What follows belongs to an exercise in optimizing a design on an open flow for small area; a production flow would make more cautious choices.
The RTL was checked by simulation tests, not by an equivalence proof against the original design.

==> flow/design.v (outline; a module is shown in full before it is edited, if it fits) <==
// module chervil_gain_rom: 266 lines
// module chervil_voice_start: 47 lines
// module chervil_voice_env: 300 lines
// module chervil_mul: 31 lines
// module chervil_fa: 7 lines
// module chervil_oai22v: 11 lines
// module chervil_oai22: 6 lines
// module chervil_mixer: 320 lines
// module chervil_rdmux: 898 lines
// module chervil_ao222n: 6 lines
// module chervil_ao22n: 6 lines
module chervil_mixer (
    input  wire        clk,
    input  wire        rst,
    input  wire        tick,
    input  wire        wr_en,
    input  wire        rd_en,
    input  wire [6:0]  addr,
    input  wire [31:0] wr_data,
    output wire        ready,
    output wire [31:0] rd_data,
    output reg         out_valid,
    output wire [15:0] out_sample
);
  // ...
==> flow/flow/run.sh <==
#!/bin/bash
# Standard ORFS layout (the standard.sh) with these changes:
#  - synthesis maps the design's chervil_oai22 gate onto the o22ai cell
#    (cellmap.tcl/cellmap.v, run as ORFS's SYNTH_CANONICALIZE_TCL hook);
#  - an area-oriented ABC script replaces ORFS's abc_area.script
#    (flow/abc_area.script; flip-flops are mapped before ABC and untouched);
#  - clock tree synthesis without dummy loads;
#  - the port buffers that global placement inserts use buf_1.
# make's full output goes to run_make.log; ORFS writes each step's log
# under orfs/logs.
set -euo pipefail
W=$PWD
mkdir -p "$W/scripts_abc"
cp -r "$FLOW_HOME/scripts/." "$W/scripts_abc/"
cp "$W/flow/abc_area.script" "$W/scripts_abc/abc_area.script"
CTS="-sink_clustering_enable -repair_clock_nets -sink_clustering_size 15 -sink_clustering_max_diameter 60 -buf_list sky130_fd_sc_hd__clkbuf_8 -dont_use_dummy_load"
bash "$W/standard.sh" SCRIPTS_DIR="$W/scripts_abc" CTS_ARGS="$CTS" \
    SYNTH_CANONICALIZE_TCL="$W/flow/cellmap.tcl" \
    BUFFER_PORTS_ARGS="-buffer_cell sky130_fd_sc_hd__buf_1" finish > "$W/run_make.log" 2>&1
==> flow/flow/abc_area.script <==
strash
ifraig
&get -n
&st
&dch
&nf -a -R 20
&put
==> flow/flow/cellmap.tcl <==
# Sourced by ORFS's synthesis canonicalize step (SYNTH_CANONICALIZE_TCL):
# replace chervil_oai22 by its cell-level version in cellmap.v.
read_verilog -overwrite [file join [file dirname $::env(SYNTH_CANONICALIZE_TCL)] cellmap.v]
hierarchy -check -top $::env(DESIGN_NAME)
==> flow/flow/cellmap.v <==
// Maps the design's chervil_oai22 gate onto the library's o22ai cell, so
// that the ring's slot-to-slot write gate is one cell per bit.
module chervil_oai22 (
    input  wire a1, a2, b1, b2,
    output wire y
);
    sky130_fd_sc_hd__o22ai_1 u_cell (.A1(a1), .A2(a2), .B1(b1), .B2(b2), .Y(y));
endmodule

// The multiplier's full adder onto the library's full-adder cell.
module chervil_fa (
    input  wire a, b, ci,
    output wire s, co
);
    sky130_fd_sc_hd__fa_1 u_cell (.A(a), .B(b), .CIN(ci), .SUM(s), .COUT(co));
endmodule
==> flow/standard.sh <==
#!/bin/bash
# synth_recipe.tcl (not shown) runs the flow's synth.tcl, then flattens the netlist and writes it again
# the make line also repeats each setting of config.mk as NAME=value (left out here)
make -C /OpenROAD-flow-scripts/flow DESIGN_CONFIG=/design/flow/config.mk WORK_HOME=/design/flow/orfs CLKGATE_MAP_FILE= SYNTH_SCRIPT=/design/flow/synth_recipe.tcl "${@:-finish}"
==> flow/config.mk <==
export PLATFORM = sky130hd
export DESIGN_NAME = chervil_mixer
export DESIGN_NICKNAME = chervil_mixer
export VERILOG_FILES = /design/flow/design.v
export SDC_FILE = /design/flow/constraint.sdc
export NUM_CORES = 8
export LEC_CHECK = 0
export ABC_AREA = 1
export CAP_MARGIN = 20
export CORE_MARGIN = 2
export CORE_UTILIZATION = 65
export CTS_CLUSTER_DIAMETER = 80
export CTS_CLUSTER_SIZE = 25
export SLEW_MARGIN = 20
export SYNTH_MEMORY_MAX_BITS = 16384
==> flow/constraint.sdc <==
create_clock -name core_clock -period 50.0 [get_ports {clk}]
set_input_delay 10.0000 -clock core_clock [delete_from_list [all_inputs] [get_ports {clk}]]
set_output_delay 10.0000 -clock core_clock [all_outputs]
set_load 0.01 [all_outputs]
==> out/results.txt, run 1 <==
The run finished with no timing, DRC or antenna violations. The tools report the total nets after synthesis as 5071. The number of antenna diodes in the final layout is 11.

The run gives 66.82% as the met2 track demand over resource in global routing. The buffering stage count on the worst path with inverters included was 3. Buffers added to address setup during post-CTS repair amount to 0. The clock transition time at the flip-flop clock pins of the worst setup and hold paths was 0.09 ns; the total number of sequential cells was 1317.

For this design, the slowest cell found on the critical path is sky130_fd_sc_hd__clkinv_1. In this run the core area contains 101 standard-cell rows. Across the whole layout, storage elements make up 49.55% of the cell area. Met3 usage in global routing: 17.84%. The layout has 103 clock buffers.

Subtracting the final worst setup slack from the clock period gives 21.27 ns. The worst hold path terminates at lfsr_r[42]$_DFF_P_. The element type at the critical path end is a flip-flop. The cell class contributing the biggest share of worst-path delay was adder cells.

After synthesis, the largest family of logic cells by area is compound AO/OA/AOI/OAI gates. The routed wire length is 186.6 mm. The top-area cell type share of the netlist area works out to 50.96%.

The library cell used most frequently in the layout, excluding fill and tap cells, is sky130_fd_sc_hd__dfxtp_1. The proportion of synthesized flip-flops having asynchronous set or reset is 0%. After layout, the worst path uses 42.55% of the clock period. Most prevalent standard cell on the critical path: sky130_fd_sc_hd__fa_1. The run gives 126.5 mm as the HPWL after detailed placement. Setup repair after global routing left no endpoint under its margin. Cell taking the most area after synthesis: sky130_fd_sc_hd__dfxtp_1.
==> inputs of run 2 (changes only) <==
--- a/flow/flow/run.sh
+++ b/flow/flow/run.sh
@@ -7,3 +7,4 @@
 #  - clock tree synthesis without dummy loads;
-#  - the port buffers that global placement inserts use buf_1.
+#  - the port buffers that global placement inserts use buf_1;
+#  - clock buffers are clkbuf_8 with sinks clustered 15 at a time.
 # make's full output goes to run_make.log; ORFS writes each step's log
==> flow/flow/abc_area.script (replaced) <==
strash
ifraig
&get -n
&st
&deepsyn -T 120
&dch
&nf -a -R 20
&put
--- a/flow/config.mk
+++ b/flow/config.mk
@@ -13,2 +13,3 @@
 export CTS_CLUSTER_SIZE = 25
+export PLACE_DENSITY = 0.8
 export SLEW_MARGIN = 20
==> run 2 against run 1 <==
- still clean
- critical path type unchanged
- maximum frequency is 3.3% higher
- global-route usage is 3.3 points higher
- cell area is 1.1% lower
- wire length is 5.7% higher
==> out/results.txt, run 2 <==
The run finished with no timing, DRC or antenna violations. The start of the worst register-to-register path is k[0]$_SDFFCE_PN0P_ (unchanged). The number of detailed-route iterations in the first pass is 14 (was 17), and the proportion of synthesized flip-flops having asynchronous set or reset is 0% (unchanged). The hold-critical path depth came out at 0 (unchanged). The post-synthesis instance area came out at 0.04938 mm² (was 0.04997 mm²).

The total nets after synthesis is 4925 (was 5071), and the post-route minimum period is 20.59 ns (was 21.27 ns). The arrival time reported for the critical path endpoint is 21.14 ns (was 21.66 ns), and the buffer levels on the longest clock path is 3 (unchanged). The number of slew-limit violations in the final report is 0 (unchanged). The final routed wire length divided by cell count is 33.59 µm (was 30.70 µm), and the endpoint required time on the critical path is 50.55 ns (was 50.38 ns).

The post-cts hold buffer count is 0 (unchanged), and the die area is 0.07818 mm² (was 0.07910 mm²). Starting utilization of the core area: 65.34% (was 65.68%). For the combined area of the multi-input logic cells, the log shows 0.02217 mm² (was 0.02268 mm²). The share of the clock period used by the worst path is 41.18% (was 42.55%). The max-capacitance violation count is 0 (unchanged). The latest clock arrival within the worst-skew pair was 0.82 ns (was 0.78 ns); the worst-case clock skew was 0.1287 ns (was 0.1442 ns).

The aggregate negative setup slack came out at 0 ns (unchanged). The maximum number of pins on one net before global-route repair was 48 (was 68); the post-detailed-route via-to-cell ratio was 7.719 (was 7.457). The flip-flop count of the largest register after layout was 256 (unchanged); the growth of design area from synthesis to finish was 8.390% (was 8.304%). The register-to-register path setup slack came out at 29.41 ns (was 28.73 ns). The number of synthesized flops with an enable pin is 45 (unchanged), and the count of unique library cells instantiated by Yosys is 63 (unchanged). The tools report the worst flop-to-flop path endpoint as chain[18]$_DFFE_PP_ (unchanged). The tools report the number of antenna-violating nets in the routed design as 0 (unchanged). The tools report the count of mapped cells out of synthesis as 4580 (was 4726).

The sequential element share of the synthesized area came out at 54.31% (was 53.67%). Endpoint of the worst hold path: level_r[14]$_DFF_P_ (was lfsr_r[42]$_DFF_P_). Synth area leaders: sky130_fd_sc_hd__dfxtp_1 (52%), sky130_fd_sc_hd__o22ai_1 (12%), sky130_fd_sc_hd__fa_1 (8.1%) (was sky130_fd_sc_hd__dfxtp_1 (51%), sky130_fd_sc_hd__o22ai_1 (11%), sky130_fd_sc_hd__fa_1 (8.1%)). The final worst slack is 29.41 ns (was 28.73 ns), and the peak fanout along the critical path is 22 (was 35). The final estimated routing congestion in global placement was 1.045 (was 1.037); the routed wire length was 197.3 mm (was 186.6 mm). The logs give 48.56 MHz (was 47.01 MHz) for the maximum frequency from static timing analysis and 3 (unchanged) for the CTS H-tree depth.

The remaining max-slew budget at the tightest pin is 14.93% (was 11.68%), and the count of warnings emitted by yosys is 5 (unchanged). The worst setup path category was flip-flop to flip-flop (unchanged). The tools report the startpoint of the tightest hold check path as level_r[126]$_DFF_P_ (was lfsr_r[27]$_DFF_P_). The top-area cell type share of the netlist area was 51.57% (was 50.96%); the met1 wire length was 68.66 mm (was 65.28 mm). The run gives 0 (unchanged) as the final count of negative-setup-slack endpoints.

Registers with the highest flip-flop counts: env_q: 256 flops, acc_r: 192 flops, inc_q: 192 flops (unchanged). Kind of start point of the critical path: a flip-flop (unchanged). Top routing layer in use: met5 (unchanged). The critical path's slowest cell was sky130_fd_sc_hd__nor2_1 (was sky130_fd_sc_hd__clkinv_1). The number of hold violations in the final report is 0 (unchanged), and the core region area is 0.07557 mm² (was 0.07608 mm²).

The clock transition time at the flip-flop clock pins of the worst setup and hold paths is 0.10 ns (was 0.09 ns). Setup repair after global routing left no endpoint under its margin. The run gives 5231 (was 5382) as the number of nets in the finished design.

The tools report the number of placement rows as 101 (unchanged). The HPWL after detailed placement is 125.6 mm (was 126.5 mm), and the share of final-layout standard cells stronger than drive strength 1 is 5.815% (was 5.204%). The tools report the length of routed met2 wiring as 76.49 mm (was 76.67 mm).

Total grt overflow: 0 (unchanged). The initial detailed-routing violation count is 9105 (was 7972), and the height of the die is 279.6 µm (was 281.3 µm). Length in cells of the worst reg-to-reg path: 56 (unchanged).

The tools report the post-cts resize count as 0 (unchanged). The most frequently used cell type in the post-synthesis netlist is sky130_fd_sc_hd__dfxtp_1 (unchanged). For the area taken by flip-flops and latches, the log shows 0.02682 mm² (about the same). Top post-synthesis cells by count: sky130_fd_sc_hd__dfxtp_1 (1272), sky130_fd_sc_hd__o22ai_1 (909), sky130_fd_sc_hd__nand2_1 (390) (was sky130_fd_sc_hd__dfxtp_1 (1272), sky130_fd_sc_hd__o22ai_1 (915), sky130_fd_sc_hd__nand2_1 (459)).

The length of routed met3 wiring was 33.15 mm (was 29.36 mm); the die span in x was 279.6 µm (was 281.3 µm). The number of fillers in the final layout was 5609 (was 5827); the worst slack after detailed placement was 29.55 ns (was 28.63 ns). The clock buffer count from CTS is 101 (was 103). The cell chosen for the clock root was sky130_fd_sc_hd__clkbuf_8 (unchanged).

The routed via count came out at 45325 (was 45306). The slew at the pin with the worst max-slew slack was 1.274 ns (was 1.323 ns). The tools report the element type at the critical path end as a flip-flop (unchanged).

The cell taking the most area after synthesis is sky130_fd_sc_hd__dfxtp_1 (unchanged). The number of global-route vias before repair came out at 42877 (was 43129). Wire length of the first global-routing pass: 284.0 mm (was 271.0 mm). Register bit total from synthesis: 1317 (unchanged).

The count of port buffers added during placement came out at 93 (unchanged). The number of buffers added for setup after CTS came out at 0 (unchanged). Mean post-synth cell area: 10.78 µm² (was 10.57 µm²). The tools report the number of primary I/O pins as 94 (unchanged). Leading cell types in the layout, fill and taps excluded: sky130_fd_sc_hd__dfxtp_1 (1272), sky130_fd_sc_hd__o22ai_1 (909), sky130_fd_sc_hd__nand2_1 (386) (was sky130_fd_sc_hd__dfxtp_1 (1271), sky130_fd_sc_hd__o22ai_1 (915), sky130_fd_sc_hd__nand2_1 (458)).

The logs give 17 (was 10) for the initial antenna violation count and 49.42% (was 46.08%) for the overall track demand over capacity in global routing. Delay contributed by the slowest stage of the critical path: 0.82 ns (was 0.73 ns). The most common flop cell mapped by yosys is sky130_fd_sc_hd__dfxtp_1 (unchanged). TritonCTS built the clock tree. Most prevalent standard cell on the critical path: sky130_fd_sc_hd__fa_1 (unchanged).

For the clock net sink count, the log shows 1317 (unchanged). Commonest non-fill, non-tap cell in the layout: sky130_fd_sc_hd__dfxtp_1 (unchanged). The worst min-delay path class is flip-flop to flip-flop (unchanged). The DRC violation count after routing is 0 (unchanged).

The register name with the most flops is env_q (unchanged).
==> run 2: cell types whose count changed in the layout (fill, tap and decap cells not counted), sizes merged, moves of 15 or more <==
cell	change
a22oi	+84
a221oi	+26
nand2	-69
a22o	+68
and2	+21
nand3	+31
xnor2	-16
a21oi	-29
o21ai	-90
a222oi	-80
nor2	-41
nand4	-15
==> run 2: cells by family (layout without fill, tap and decap cells) <==
| logic type | after synthesis | count (layout) | synth area share, % |
|---|---|---|---|
| DFF | 1317 | 1317 | 54.31 |
| buffers and inverters | 181 | 485 | 1.384 |
| xor gates and xnor gates | 25 | 25 | 0.4435 |
| AOI/OAI and AO/OA | 1664 | 1664 | 22.75 |
| other | 0 | 10 | 0 |
| muxes | 6 | 6 | 0.1292 |
| adders and majority gates | 302 | 302 | 10.70 |
| and+or+nand+nor | 1085 | 1085 | 10.28 |
==> run 2: how the worst max path moves through the flow <==
stage,from,end,slack [ns],depth (start not counted)
2_1_floorplan,k[0]$_SDFFCE_PN0P_,chain[18]$_DFFE_PP_,30.40,56
3_3_place_gp,k[0]$_SDFFCE_PN0P_,chain[18]$_DFFE_PP_,30.02,56
3_5_place_dp,k[0]$_SDFFCE_PN0P_,chain[18]$_DFFE_PP_,29.55,56
4_1_cts,k[0]$_SDFFCE_PN0P_,chain[18]$_DFFE_PP_,29.48,56
5_1_grt,k[0]$_SDFFCE_PN0P_,chain[18]$_DFFE_PP_,28.51,56
6_report,k[0]$_SDFFCE_PN0P_,chain[18]$_DFFE_PP_,29.41,56
==> run 2: cell type report <==
class | instances | share of cell area (%)
well taps | 978 | 2.286
repair buffers | 205 | 2.282
inverters | 179 | 1.255
multi-input cells | 3082 | 41.43
clock buffers | 101 | 2.597
flip-flops and latches | 1317 | 50.11
diodes | 10 | 0.04676
==> run 2: routing by layer <==
metal	up-vias	track usage, %
met3	1395	23.47
met4	18	32.70
met5	-	3.440
met1	21426	62.03
li1	18197	-
met2	4289	67.16
==> run 2: critical path, delay by kind of cell, from the launching register on <==
kind	cells	cell delay [ns]
buffers and inverters	4	1.22
flip-flops	1	0.49
AO/OA/AOI/OAI	8	1.58
AND/OR/NAND/NOR	8	2.30
adder cells (fa/ha/maj)	34	14.38
XOR/XNOR	2	0.38
==> run 2: metrics by stage <==
step	cell area [µm²]	utilization [%]	hold WS (ns)	instances
global placement	51990	68.79	0.3097	5752
floorplan	49380	-	0.3096	4580
CTS	53380	70.63	0.2913	5853
detailed placement	51990	68.79	0.3121	5752
finish	53520	70.82	0.2949	5872
global route	53510	70.81	0.3037	5868
==> inputs of run 3 (changes only) <==
--- a/flow/config.mk
+++ b/flow/config.mk
@@ -13,3 +13,2 @@
 export CTS_CLUSTER_SIZE = 25
-export PLACE_DENSITY = 0.8
 export SLEW_MARGIN = 20
==> run 3 against run 2 <==
- sequential share of layout area is essentially flat
- die area unchanged
- first-iteration DRC count increased by 0.30%
- maximum frequency fell by 0.19%
- synthesized cell count stayed put
- clock-buffer cell count is 1 higher
- core utilization about the same
==> out/results.txt, run 3 <==
The worst setup path category was flip-flop to flip-flop (unchanged). Mean post-synth cell area: 10.78 µm² (unchanged). The standard cell area after detailed placement is 0.05202 mm² (was 0.05199 mm²). The DRC violation count after routing is 0 (unchanged), and the arrival time reported for the critical path endpoint is 21.20 ns (was 21.14 ns).

The count of port buffers added during placement was 93 (unchanged). The total grt overflow is 0 (unchanged), and the maximum number of pins on one net before global-route repair is 40 (was 48). The logs give 5231 (unchanged) for the number of nets in the finished design and 29.56 ns (was 29.55 ns) for the worst slack after detailed placement. Final worst slack: 29.37 ns (was 29.41 ns).

The delay contributed by the slowest stage of the critical path was 0.80 ns (was 0.82 ns); the register bit total from synthesis was 1317 (unchanged). The number of detailed-route iterations in the first pass is 14 (unchanged). The die area came out at 0.07818 mm² (unchanged). The top-area cell type share of the netlist area was 51.57% (unchanged); the number of slew-limit violations in the final report was 0 (unchanged). The wire length of the first global-routing pass came out at 288.3 mm (was 284.0 mm). The post-detailed-route via-to-cell ratio came out at 7.796 (was 7.719). The count of unique library cells instantiated by Yosys is 63 (unchanged). The run finished with no timing, DRC or antenna violations. Share of final-layout standard cells stronger than drive strength 1: 5.733% (was 5.815%). Registers with the highest flip-flop counts: env_q: 256 flops, acc_r: 192 flops, inc_q: 192 flops (unchanged). The non-filler instance count after layout was 5881 (was 5872); the routed wire length was 200.3 mm (was 197.3 mm). Worst min-delay path class: flip-flop to flip-flop (unchanged). Count of mapped cells out of synthesis: 4580 (unchanged).

The overall track demand over capacity in global routing came out at 50.21% (was 49.42%). The peak fanout along the critical path was 22 (unchanged); the slew at the pin with the worst max-slew slack was 1.315 ns (was 1.274 ns). The most frequently used cell type in the post-synthesis netlist was sky130_fd_sc_hd__dfxtp_1 (unchanged). Element type at the critical path end: a flip-flop (unchanged).

The cell chosen for the clock root was sky130_fd_sc_hd__clkbuf_8 (unchanged). The total nets after synthesis was 4925 (unchanged). The final estimated routing congestion in global placement came out at 1.061 (was 1.045).

The run gives 3 (unchanged) as the buffer levels on the longest clock path. The logs give 50.56 ns (was 50.55 ns) for the endpoint required time on the critical path and 0 ns (unchanged) for the aggregate negative setup slack. Setup repair after global routing left no endpoint under its margin.

The critical path's slowest cell is sky130_fd_sc_hd__nor2_1 (unchanged). The flip-flop count of the largest register after layout is 256 (unchanged), and the number of global-route vias before repair is 43761 (was 42877). Post-route minimum period: 20.63 ns (was 20.59 ns). Max-capacitance violation count: 0 (unchanged). The worst-case hold slack was 0.2686 ns (was 0.2949 ns). The cell taking the most area after synthesis was sky130_fd_sc_hd__dfxtp_1 (unchanged). The number of primary I/O pins came out at 94 (unchanged). The count of warnings emitted by yosys is 5 (unchanged). For the remaining max-slew budget at the tightest pin, the log shows 12.04% (was 14.93%). The run gives 0 (unchanged) as the number of antenna-violating nets in the routed design. Top post-synthesis cells by count: sky130_fd_sc_hd__dfxtp_1 (1272), sky130_fd_sc_hd__o22ai_1 (909), sky130_fd_sc_hd__nand2_1 (390) (unchanged). The routed via count was 45850 (was 45325). The post-cts resize count is 0 (unchanged). The tools report the post-cts hold buffer count as 0 (unchanged). The logs give 9132 (was 9105) for the initial detailed-routing violation count and 0 (unchanged) for the number of buffers added for setup after CTS.

The CTS H-tree depth came out at 3 (unchanged). The tools report the sequential element share of the synthesized area as 54.31% (unchanged). The growth of design area from synthesis to finish came out at 8.400% (was 8.390%). The buffering stage count on the worst path with inverters included is 5 (was 4), and the clock net sink count is 1317 (unchanged).

The most prevalent standard cell on the critical path was sky130_fd_sc_hd__fa_1 (unchanged). The die span in x was 279.6 µm (unchanged). For the latest clock arrival within the worst-skew pair, the log shows 0.86 ns (was 0.82 ns). The final count of negative-setup-slack endpoints is 0 (unchanged), and the initial antenna violation count is 25 (was 17). The number of synthesized flops with an enable pin was 45 (unchanged); the post-route cell area was 0.05352 mm² (about the same). The worst-case clock skew is 0.1867 ns (was 0.1287 ns). The run gives 0.04938 mm² (unchanged) as the post-synthesis instance area. The tools report the HPWL after detailed placement as 128.4 mm (was 125.6 mm). The run gives 5756 (was 5752) as the number of placed instances with taps included. The core region area came out at 0.07557 mm² (unchanged). Clock transition time at the flip-flop clock pins of the worst setup and hold paths: 0.08 ns (was 0.10 ns). Synth area leaders: sky130_fd_sc_hd__dfxtp_1 (52%), sky130_fd_sc_hd__o22ai_1 (12%), sky130_fd_sc_hd__fa_1 (8.1%) (unchanged). Leading cell types in the layout, fill and taps excluded: sky130_fd_sc_hd__dfxtp_1 (1272), sky130_fd_sc_hd__o22ai_1 (909), sky130_fd_sc_hd__nand2_1 (386) (unchanged). The height of the die was 279.6 µm (unchanged); the clock buffer count from CTS was 102 (was 101). The run gives 70.83% (was 70.82%) as the post-layout utilization of the core. The starting utilization of the core area was 65.34% (unchanged). The share of the clock period used by the worst path is 41.26% (was 41.18%). The run gives 101 (unchanged) as the number of placement rows. The most common flop cell mapped by yosys is sky130_fd_sc_hd__dfxtp_1 (unchanged).

The register name with the most flops was env_q (unchanged). The proportion of synthesized flip-flops having asynchronous set or reset is 0% (unchanged), and the number of hold violations in the final report is 0 (unchanged). TritonCTS built the clock tree. The commonest non-fill, non-tap cell in the layout is sky130_fd_sc_hd__dfxtp_1 (unchanged). The maximum frequency from static timing analysis is 48.47 MHz (was 48.56 MHz). The tools report the kind of start point of the critical path as a flip-flop (unchanged). Cell class contributing the biggest share of worst-path delay: adder cells (unchanged). The final routed wire length divided by cell count works out to 34.07 µm (was 33.59 µm).
[run 3: cell counts after synthesis]
No cell type changed its count.
[run 3: cells by family after synthesis]
kind of cell               synth area share (%)
and+or+nand+nor                           10.28
xor gates and xnor gates                 0.4435
buffers and inverters                     1.384
muxes                                    0.1292
AOI/OAI and AO/OA                         22.75
adders and majority gates                 10.70
DFF                                       54.31
[run 3: worst reg2reg max path: cells and delay by family (launching register included)]
kind / cells / cell delay (ns)
compound gates: 8 / 1.90
simple gates: 7 / 2.17
flops: 1 / 0.49
fa+ha+maj: 34 / 14.25
buf+inv: 5 / 1.30
xor+xnor: 2 / 0.40
[run 3: routing by layer]
layer  vias to the layer above  GRT usage, %  wire length, µm
met1                     21760         61.14            68410
met5                         -         2.251              443
met4                        30         33.85            19630
li1                      18213             -                -
met2                      4408         69.24            77940
met3                      1439         25.15            33920
[run 3: worst paths after layout]
| path | endpoint | slack [ns] | cells past startpoint | from |
|---|---|---|---|---|
| max | chain[18]$_DFFE_PP_ | 29.37 | 56 | k[0]$_SDFFCE_PN0P_ |
| min | lfsr_r[85]$_DFF_P_ | 0.27 | 0 | lfsr_r[70]$_DFF_P_ |
| max reg2reg | chain[18]$_DFFE_PP_ | 29.37 | 56 | k[0]$_SDFFCE_PN0P_ |
| min reg2reg | lfsr_r[85]$_DFF_P_ | 0.27 | 0 | lfsr_r[70]$_DFF_P_ |
[run 3: cell type report]
| type | count | area [µm²] |
|---|---|---|
| inverter | 179 | 671.9 |
| antenna | 19 | 47.55 |
| sequential | 1317 | 26820 |
| multi-input combinational | 3082 | 22160 |
| timing repair buffer | 204 | 1199 |
| clock buffer | 102 | 1404 |
| fill | 5699 | 22050 |
| tap | 978 | 1224 |
==> inputs of run 4 (changes only) <==
--- a/flow/config.mk
+++ b/flow/config.mk
@@ -10,3 +10,3 @@
 export CORE_MARGIN = 2
-export CORE_UTILIZATION = 65
+export CORE_UTILIZATION = 58
 export CTS_CLUSTER_DIAMETER = 80
==> run 4 against run 3 <==
- core utilization is 7.2 points lower
- register-to-register slack lost 0.02 ns
- global-route usage fell by 4.0 points
- sequential cell count stayed put
- still clean on timing, DRC and antenna
- sequential share of layout area shrank 0.39 points
- largest cell class unchanged
- clock skew is 0.038 ns lower
- wire length rose by 2.8%
- worst hold slack better by 0.0011 ns
- die area up 12%
- clock-buffer cell count rose by 3
- first-iteration DRC count decreased by 21%
==> out/results.txt, run 4 <==
The run finished with no timing, DRC or antenna violations. Share of the clock period used by the worst path: 41.31% (was 41.26%). The length in cells of the worst reg-to-reg path is 56 (unchanged). The register name with the most flops was env_q (unchanged). Leading cell types in the layout, fill and taps excluded: sky130_fd_sc_hd__dfxtp_1 (1272), sky130_fd_sc_hd__o22ai_1 (909), sky130_fd_sc_hd__nand2_1 (390) (was sky130_fd_sc_hd__dfxtp_1 (1272), sky130_fd_sc_hd__o22ai_1 (909), sky130_fd_sc_hd__nand2_1 (386)).

The arrival time reported for the critical path endpoint is 21.29 ns (was 21.20 ns). Most prevalent standard cell on the critical path: sky130_fd_sc_hd__fa_1 (unchanged). The number of fillers in the final layout is 7052 (was 5699). Start of the worst register-to-register path: k[0]$_SDFFCE_PN0P_ (unchanged).

The logs give 291.0 mm (was 288.3 mm) for the wire length of the first global-routing pass and 4925 (unchanged) for the total nets after synthesis. The standard cell area after detailed placement is 0.05245 mm² (was 0.05202 mm²). Routed via count: 44661 (was 45850).

For the aggregate negative setup slack, the log shows 0 ns (unchanged). The cell chosen for the clock root was sky130_fd_sc_hd__clkbuf_8 (unchanged). The post-cts hold buffer count was 0 (unchanged).

The register bit total from synthesis came out at 1317 (unchanged). The buffering stage count on the worst path with inverters included came out at 4 (was 5). The worst min-delay path class was flip-flop to flip-flop (unchanged). The proportion of synthesized flip-flops having asynchronous set or reset was 0% (unchanged); the core region area was 0.08475 mm² (was 0.07557 mm²). The logs give 29.35 ns (was 29.37 ns) for the register-to-register path setup slack and 18 (was 25) for the initial antenna violation count. The top-area cell type share of the netlist area came out at 51.57% (unchanged). For the clock net sink count, the log shows 1317 (unchanged).

The run gives 50.64 ns (was 50.56 ns) as the endpoint required time on the critical path. The run gives 54.31% (unchanged) as the sequential element share of the synthesized area. Setup repair after global routing left no endpoint under its margin. The count of port buffers added during placement was 93 (unchanged). The number of hold violations in the final report was 0 (unchanged); the height of the die was 295.8 µm (was 279.6 µm). The slew at the pin with the worst max-slew slack works out to 1.347 ns (was 1.315 ns). The run gives 48.42 MHz (was 48.47 MHz) as the maximum frequency from static timing analysis. Commonest non-fill, non-tap cell in the layout: sky130_fd_sc_hd__dfxtp_1 (unchanged).

The CTS H-tree depth is 3 (unchanged). The die area is 0.08748 mm² (was 0.07818 mm²). The number of synthesized flops with an enable pin works out to 45 (unchanged). The tools report the buffer levels on the longest clock path as 3 (unchanged).

The clock buffer count from CTS was 105 (was 102); the peak fanout along the critical path was 22 (unchanged). Synth area leaders: sky130_fd_sc_hd__dfxtp_1 (52%), sky130_fd_sc_hd__o22ai_1 (12%), sky130_fd_sc_hd__fa_1 (8.1%) (unchanged).

For the total grt overflow, the log shows 0 (unchanged). The count of warnings emitted by yosys came out at 5 (unchanged). The cell class contributing the biggest share of worst-path delay was adder cells (unchanged). The length of routed met2 wiring is 79.43 mm (was 77.94 mm).

The overall track demand over capacity in global routing is 46.18% (was 50.21%), and the mean post-synth cell area is 10.78 µm² (unchanged). Registers with the highest flip-flop counts: env_q: 256 flops, acc_r: 192 flops, inc_q: 192 flops (unchanged). The growth of design area from synthesis to finish works out to 9.249% (was 8.400%). The run gives 58.26% (was 65.34%) as the starting utilization of the core area. The instance count on the critical path is 56 (unchanged). The clock transition time at the flip-flop clock pins of the worst setup and hold paths is 0.09 ns (was 0.08 ns). The number of detailed-route iterations in the first pass is 12 (was 14). The delay contributed by the slowest stage of the critical path was 0.84 ns (was 0.80 ns).

The number of placement rows is 107 (was 101). Top post-synthesis cells by count: sky130_fd_sc_hd__dfxtp_1 (1272), sky130_fd_sc_hd__o22ai_1 (909), sky130_fd_sc_hd__nand2_1 (390) (unchanged). For the initial detailed-routing violation count, the log shows 7223 (was 9132). The HPWL after detailed placement came out at 136.3 mm (was 128.4 mm). The tools report the worst flop-to-flop path endpoint as chain[18]$_DFFE_PP_ (unchanged). The post-route cell area is 0.05394 mm² (was 0.05352 mm²). The met1 wire length was 74.40 mm (was 68.41 mm). Latest clock arrival within the worst-skew pair: 0.88 ns (was 0.86 ns). The tools report the element type at the critical path end as a flip-flop (unchanged).

The critical path's slowest cell was sky130_fd_sc_hd__nor2_1 (unchanged). The worst setup path category is flip-flop to flip-flop (unchanged). Most common flop cell mapped by yosys: sky130_fd_sc_hd__dfxtp_1 (unchanged).

The post-route minimum period was 20.65 ns (was 20.63 ns); the number of primary I/O pins was 94 (unchanged). For the post-cts resize count, the log shows 0 (unchanged). The post-detailed-route via-to-cell ratio came out at 7.356 (was 7.796).

For the count of mapped cells out of synthesis, the log shows 4580 (unchanged). Cell taking the most area after synthesis: sky130_fd_sc_hd__dfxtp_1 (unchanged). The routed wire length is 205.9 mm (was 200.3 mm), and the post-synthesis instance area is 0.04938 mm² (unchanged). TritonCTS built the clock tree. The tools report the number of buffers added for setup after CTS as 0 (unchanged). Top routing layer in use: met5 (unchanged). The startpoint of the tightest hold check path was lfsr_r[106]$_DFF_P_ (was lfsr_r[70]$_DFF_P_). The share of final-layout standard cells stronger than drive strength 1 came out at 6.162% (was 5.733%). The final routed wire length divided by cell count came out at 33.92 µm (was 34.07 µm). The flip-flop count of the largest register after layout came out at 256 (unchanged).

The number of nets in the finished design came out at 5264 (was 5231). The length of routed met3 wiring was 34.08 mm (was 33.92 mm); the final estimated routing congestion in global placement was 1.093 (was 1.061). The number of global-route vias before repair was 42322 (was 43761).

The number of slew-limit violations in the final report is 0 (unchanged), and the remaining max-slew budget at the tightest pin is 10.21% (was 12.04%). The hold-critical path depth is 0 (unchanged). The tools report the maximum number of pins on one net before global-route repair as 38 (was 40). The max-capacitance violation count was 0 (unchanged). The count of unique library cells instantiated by Yosys came out at 63 (unchanged). The tools report the final count of negative-setup-slack endpoints as 0 (unchanged). The worst-case clock skew was 0.1490 ns (was 0.1867 ns).

The most frequently used cell type in the post-synthesis netlist was sky130_fd_sc_hd__dfxtp_1 (unchanged). The kind of start point of the critical path was a flip-flop (unchanged). The die span in x was 295.8 µm (was 279.6 µm). The tools report the endpoint of the worst hold path as lfsr_r[1]$_DFF_P_ (was lfsr_r[85]$_DFF_P_).

The run gives 0 (unchanged) as the number of antenna-violating nets in the routed design. The DRC violation count after routing came out at 0 (unchanged).
==> run 4: cell counts after synthesis <==
Identical to the previous run, type by type.
==> run 4: stage by stage <==
| step | hold WS (ns) | cells | worst slack [ns] | util [%] |
|---|---|---|---|---|
| final | 0.2697 | 6071 | 29.35 | 63.65 |
| after global routing | 0.2826 | 6063 | 28.41 | 63.63 |
| after detailed placement | 0.3121 | 5955 | 29.43 | 61.89 |
| after floorplan | 0.3096 | 4580 | 30.40 | - |
| after global placement | 0.3097 | 5955 | 29.82 | 61.89 |
| after CTS | 0.2782 | 6060 | 29.45 | 63.59 |
==> run 4: layout make-up <==
type	count	area, µm²	area share (%)
Clock buffer	105	1445	2.679
Tap cell	1144	1431	2.653
Antenna cell	10	25.02	0.04639
Timing Repair Buffer	234	1411	2.616
Multi-Input combinational cell	3082	22140	41.05
Sequential cell	1317	26820	49.71
Inverter	179	671.9	1.246
==> run 4: metal layers <==
metal  up-vias  GRT usage, %
met5         -        0.4989
met4        18         30.89
met3      1093         20.81
met2      3895         62.42
met1     21409         58.96
li1      18246             -
==> run 4: how the worst max path moves through the flow <==
stage,from,to
final,k[0]$_SDFFCE_PN0P_,chain[18]$_DFFE_PP_
after global routing,k[0]$_SDFFCE_PN0P_,chain[18]$_DFFE_PP_
after floorplan,k[0]$_SDFFCE_PN0P_,chain[18]$_DFFE_PP_
after detailed placement,k[0]$_SDFFCE_PN0P_,chain[18]$_DFFE_PP_
after global placement,k[0]$_SDFFCE_PN0P_,chain[18]$_DFFE_PP_
after CTS,k[0]$_SDFFCE_PN0P_,chain[18]$_DFFE_PP_
==> run 4: cells by family after synthesis <==
family | count (synthesis) | share of synthesized area [%]
mux | 6 | 0.1292
flops | 1317 | 54.31
simple gates | 1085 | 10.28
xor+xnor | 25 | 0.4435
compound gates | 1664 | 22.75
buf+inv | 181 | 1.384
fa+ha+maj | 302 | 10.70
==> inputs of run 5 (changes only) <==
--- a/flow/flow/run.sh
+++ b/flow/flow/run.sh
@@ -16,3 +16,3 @@
 cp "$W/flow/abc_area.script" "$W/scripts_abc/abc_area.script"
-CTS="-sink_clustering_enable -repair_clock_nets -sink_clustering_size 15 -sink_clustering_max_diameter 60 -buf_list sky130_fd_sc_hd__clkbuf_8 -dont_use_dummy_load"
+CTS="-sink_clustering_enable -repair_clock_nets -sink_clustering_size 7 -sink_clustering_max_diameter 40 -buf_list sky130_fd_sc_hd__clkbuf_4 -dont_use_dummy_load"
 bash "$W/standard.sh" SCRIPTS_DIR="$W/scripts_abc" CTS_ARGS="$CTS" \
--- a/flow/config.mk
+++ b/flow/config.mk
@@ -10,3 +10,3 @@
 export CORE_MARGIN = 2
-export CORE_UTILIZATION = 58
+export CORE_UTILIZATION = 65
 export CTS_CLUSTER_DIAMETER = 80
==> run 5 against run 4 <==
- clock skew grew 0.039 ns
- sequential cell count is the same
- die area shrank 11%
- worst hold slack worse by 0.0095 ns
- cell count down 1.4%
- critical path depth unchanged
==> out/results.txt, run 5 <==
The tools report the total nets after synthesis as 4925 (unchanged). Count of unique library cells instantiated by Yosys: 63 (unchanged). The cell chosen for the clock root is sky130_fd_sc_hd__clkbuf_4 (was sky130_fd_sc_hd__clkbuf_8). The routed via count is 46452 (was 44661).

The initial detailed-routing violation count was 9292 (was 7223). The delay contributed by the slowest stage of the critical path was 0.80 ns (was 0.84 ns). The proportion of synthesized flip-flops having asynchronous set or reset was 0% (unchanged). The tools report the post-synthesis instance area as 0.04938 mm² (unchanged). For the wire length of the first global-routing pass, the log shows 290.9 mm (was 291.0 mm). The worst min-delay path class was flip-flop to flip-flop (unchanged).

The clock transition time at the flip-flop clock pins of the worst setup and hold paths is 0.08 ns (was 0.09 ns). Leading cell types in the layout, fill and taps excluded: sky130_fd_sc_hd__dfxtp_1 (1272), sky130_fd_sc_hd__o22ai_1 (909), sky130_fd_sc_hd__nand2_1 (386) (was sky130_fd_sc_hd__dfxtp_1 (1272), sky130_fd_sc_hd__o22ai_1 (909), sky130_fd_sc_hd__nand2_1 (390)). The most common flop cell mapped by yosys was sky130_fd_sc_hd__dfxtp_1 (unchanged).

TritonCTS built the clock tree. The arrival time reported for the critical path endpoint is 21.44 ns (was 21.29 ns), and the number of antenna-violating nets in the routed design is 0 (unchanged). The flip-flop count of the largest register after layout was 256 (unchanged); the HPWL after detailed placement was 128.4 mm (was 136.3 mm). The run gives 0.1883 ns (was 0.1490 ns) as the worst-case clock skew.

The latest clock arrival within the worst-skew pair is 1.18 ns (was 0.88 ns). The peak fanout along the critical path was 22 (unchanged); the overall track demand over capacity in global routing was 50.80% (was 46.18%). Share of final-layout standard cells stronger than drive strength 1: 7.849% (was 6.162%). For the maximum frequency from static timing analysis, the log shows 48.59 MHz (was 48.42 MHz).

The register bit total from synthesis works out to 1317 (unchanged). The count of mapped cells out of synthesis is 4580 (unchanged), and the number of slew-limit violations in the final report is 0 (unchanged). The logs give 12.83% (was 10.21%) for the remaining max-slew budget at the tightest pin and 0 (unchanged) for the DRC violation count after routing. The post-cts hold buffer count was 0 (unchanged). The final estimated routing congestion in global placement was 1.061 (was 1.093). The tools report the element type at the critical path end as a flip-flop (unchanged). The commonest non-fill, non-tap cell in the layout was sky130_fd_sc_hd__dfxtp_1 (unchanged).

The number of global-route vias before repair is 44746 (was 42322), and the mean post-synth cell area is 10.78 µm² (unchanged). The critical path's slowest cell was sky130_fd_sc_hd__nor2_1 (unchanged). The number of synthesized flops with an enable pin is 45 (unchanged), and the post-cts resize count is 0 (unchanged). The clock buffer count from CTS is 211 (was 105), and the buffer levels on the longest clock path is 3 (unchanged). The count of warnings emitted by yosys came out at 5 (unchanged). The total grt overflow was 0 (unchanged); the final count of negative-setup-slack endpoints was 0 (unchanged). The tools report the maximum number of pins on one net before global-route repair as 40 (was 38).

The aggregate negative setup slack was 0 ns (unchanged); the post-detailed-route via-to-cell ratio was 7.760 (was 7.356). The slew at the pin with the worst max-slew slack is 1.307 ns (was 1.347 ns), and the number of primary I/O pins is 94 (unchanged). The post-route minimum period was 20.58 ns (was 20.65 ns); the CTS H-tree depth was 4 (was 3).

The post-route cell area was 0.05370 mm² (was 0.05394 mm²); the top-area cell type share of the netlist area was 51.57% (unchanged). The number of placement rows is 101 (was 107). For the initial antenna violation count, the log shows 23 (was 18). For the die area, the log shows 0.07818 mm² (was 0.08748 mm²). The tools report the sequential element share of the synthesized area as 54.31% (unchanged).

Setup repair after global routing left no endpoint under its margin. Registers with the highest flip-flop counts: env_q: 256 flops, acc_r: 192 flops, inc_q: 192 flops (unchanged). Kind of start point of the critical path: a flip-flop (unchanged).

The tools report the routed wire length as 202.4 mm (was 205.9 mm). Register name with the most flops: env_q (unchanged). The run finished with no timing, DRC or antenna violations. The cell taking the most area after synthesis is sky130_fd_sc_hd__dfxtp_1 (unchanged).

The worst setup path category was flip-flop to flip-flop (unchanged). The growth of design area from synthesis to finish works out to 8.753% (was 9.249%). Die span in x: 279.6 µm (was 295.8 µm).

Standard cell area after detailed placement: 0.05202 mm² (was 0.05245 mm²). The most frequently used cell type in the post-synthesis netlist was sky130_fd_sc_hd__dfxtp_1 (unchanged). The height of the die is 279.6 µm (was 295.8 µm), and the number of buffers added for setup after CTS is 0 (unchanged). For the max-capacitance violation count, the log shows 0 (unchanged). The number of detailed-route iterations in the first pass came out at 14 (was 12).

For the endpoint required time on the critical path, the log shows 50.86 ns (was 50.64 ns). The share of the clock period used by the worst path is 41.16% (was 41.31%). The count of port buffers added during placement works out to 93 (unchanged).

The most prevalent standard cell on the critical path is sky130_fd_sc_hd__fa_1 (unchanged). Number of hold violations in the final report: 0 (unchanged). The number of nets in the finished design is 5341 (was 5264). Top post-synthesis cells by count: sky130_fd_sc_hd__dfxtp_1 (1272), sky130_fd_sc_hd__o22ai_1 (909), sky130_fd_sc_hd__nand2_1 (390) (unchanged). The final routed wire length divided by cell count came out at 33.81 µm (was 33.92 µm).

The clock net sink count is 1317 (unchanged). Synth area leaders: sky130_fd_sc_hd__dfxtp_1 (52%), sky130_fd_sc_hd__o22ai_1 (12%), sky130_fd_sc_hd__fa_1 (8.1%) (unchanged). Starting utilization of the core area: 65.34% (was 58.26%).

The tools report the core region area as 0.07557 mm² (was 0.08475 mm²).
## run 5: cell counts after synthesis
Identical to the previous run, type by type.
## run 5: cells by family (layout without fill, tap and decap cells)
group                      Yosys count  after routing  synth area share, %
xor gates and xnor gates            25             25               0.4435
buffers and inverters              181            595                1.384
adders and majority gates          302            302                10.70
DFF                               1317           1317                54.31
muxes                                6              6               0.1292
other                                0             14                    0
and+or+nand+nor                   1085           1085                10.28
AOI/OAI and AO/OA                 1664           1664                22.75
## run 5: cell type report
class | instances | area (µm²)
inverters | 179 | 671.9
diodes | 14 | 35.03
fillers | 5754 | 21870
flip-flops and latches | 1317 | 26820
multi-input cells | 3082 | 22180
repair buffers | 205 | 1191
clock buffers | 211 | 1584
well taps | 978 | 1224
## run 5: path summary, 6_finish.rpt
path                                            from                    to  slack (ns)  cells past startpoint
worst max-delay path              k[0]$_SDFFCE_PN0P_   chain[18]$_DFFE_PP_       29.42                     56
worst min-delay path            level_r[111]$_DFF_P_  level_r[127]$_DFF_P_        0.26                      0
worst max register to register    k[0]$_SDFFCE_PN0P_   chain[18]$_DFFE_PP_       29.42                     56
worst min register to register  level_r[111]$_DFF_P_  level_r[127]$_DFF_P_        0.26                      0
## run 5: worst max-delay path, delay by kind of cell (launching register included)
kind            cells  cell delay [ns]
compound gates      8             1.88
xor+xnor            2             0.40
fa+ha+maj          34            14.20
buf+inv             5             1.30
flops               1             0.49
simple gates        7             2.13
## run 5: metrics by stage
| stage | instances | worst slack [ns] | hold slack, ns | util (%) |
|---|---|---|---|---|
| 2_1_floorplan | 4580 | 30.40 | 0.3096 | - |
| 3_3_place_gp | 5756 | 30.07 | 0.3100 | 68.83 |
| 3_5_place_dp | 5756 | 29.56 | 0.3121 | 68.83 |
| 4_1_cts | 5967 | 29.63 | 0.2727 | 70.93 |
| 5_1_grt | 5981 | 28.50 | 0.2800 | 71.04 |
| 6_report | 5986 | 29.42 | 0.2602 | 71.06 |
## run 5: per-layer routing
| layer | wire, µm | GRT usage [%] | vias up | share of wire [%] |
|---|---|---|---|---|
| met4 | 19300 | 34.50 | 32 | 9.5 |
| met3 | 35640 | 26.48 | 1504 | 18 |
| met5 | 483 | 2.627 | - | 0.24 |
| li1 | - | - | 18469 | - |
| met1 | 68380 | 61.41 | 21900 | 34 |
| met2 | 78600 | 69.64 | 4547 | 39 |

re-timing with driven ports:
How much do the figures lean on ideal ports? The routed layouts below were timed once more, with nothing changed but the port constraints. Step 1 (the two cells are an assumption about what drives the block):
set clk [get_ports {clk}]
set_driving_cell -lib_cell sky130_fd_sc_hd__clkbuf_16 $clk
set_driving_cell -lib_cell sky130_fd_sc_hd__buf_2 [delete_from_list [all_inputs] $clk]
Step 2 times the ports against the registers' clock, not the clock port: input delays grow and output delays shrink by t, the midpoint of the rising clock arrivals with the driver on. Slacks: ideal / step 1 / step 2; pairs: ideal / step 1.
| run | shift t [ns] | slack for setup (ns) | hold slack, ns | worst register clock-pin slew, ns | worst data-port slew with drivers (ns) |
|---|---|---|---|---|---|
| run 1 | 0.777 | 28.726 / 28.726 / 28.726 | 0.266 / 0.266 / 0.266 | 0.10 / 0.10 | 0.10 |
| run 2 | 0.821 | 29.408 / 29.408 / 29.408 | 0.295 / 0.295 / 0.295 | 0.10 / 0.10 | 0.10 |
| run 3 | 0.843 | 29.369 / 29.369 / 29.369 | 0.269 / 0.269 / 0.269 | 0.10 / 0.10 | 0.12 |
| run 4 | 0.885 | 29.347 / 29.347 / 29.347 | 0.270 / 0.270 / 0.270 | 0.11 / 0.11 | 0.06 |
| run 5 | 1.155 | 29.420 / 29.420 / 29.420 | 0.260 / 0.260 / 0.260 | 0.09 / 0.09 | 0.13 |
After both steps every run listed still meets setup and hold.
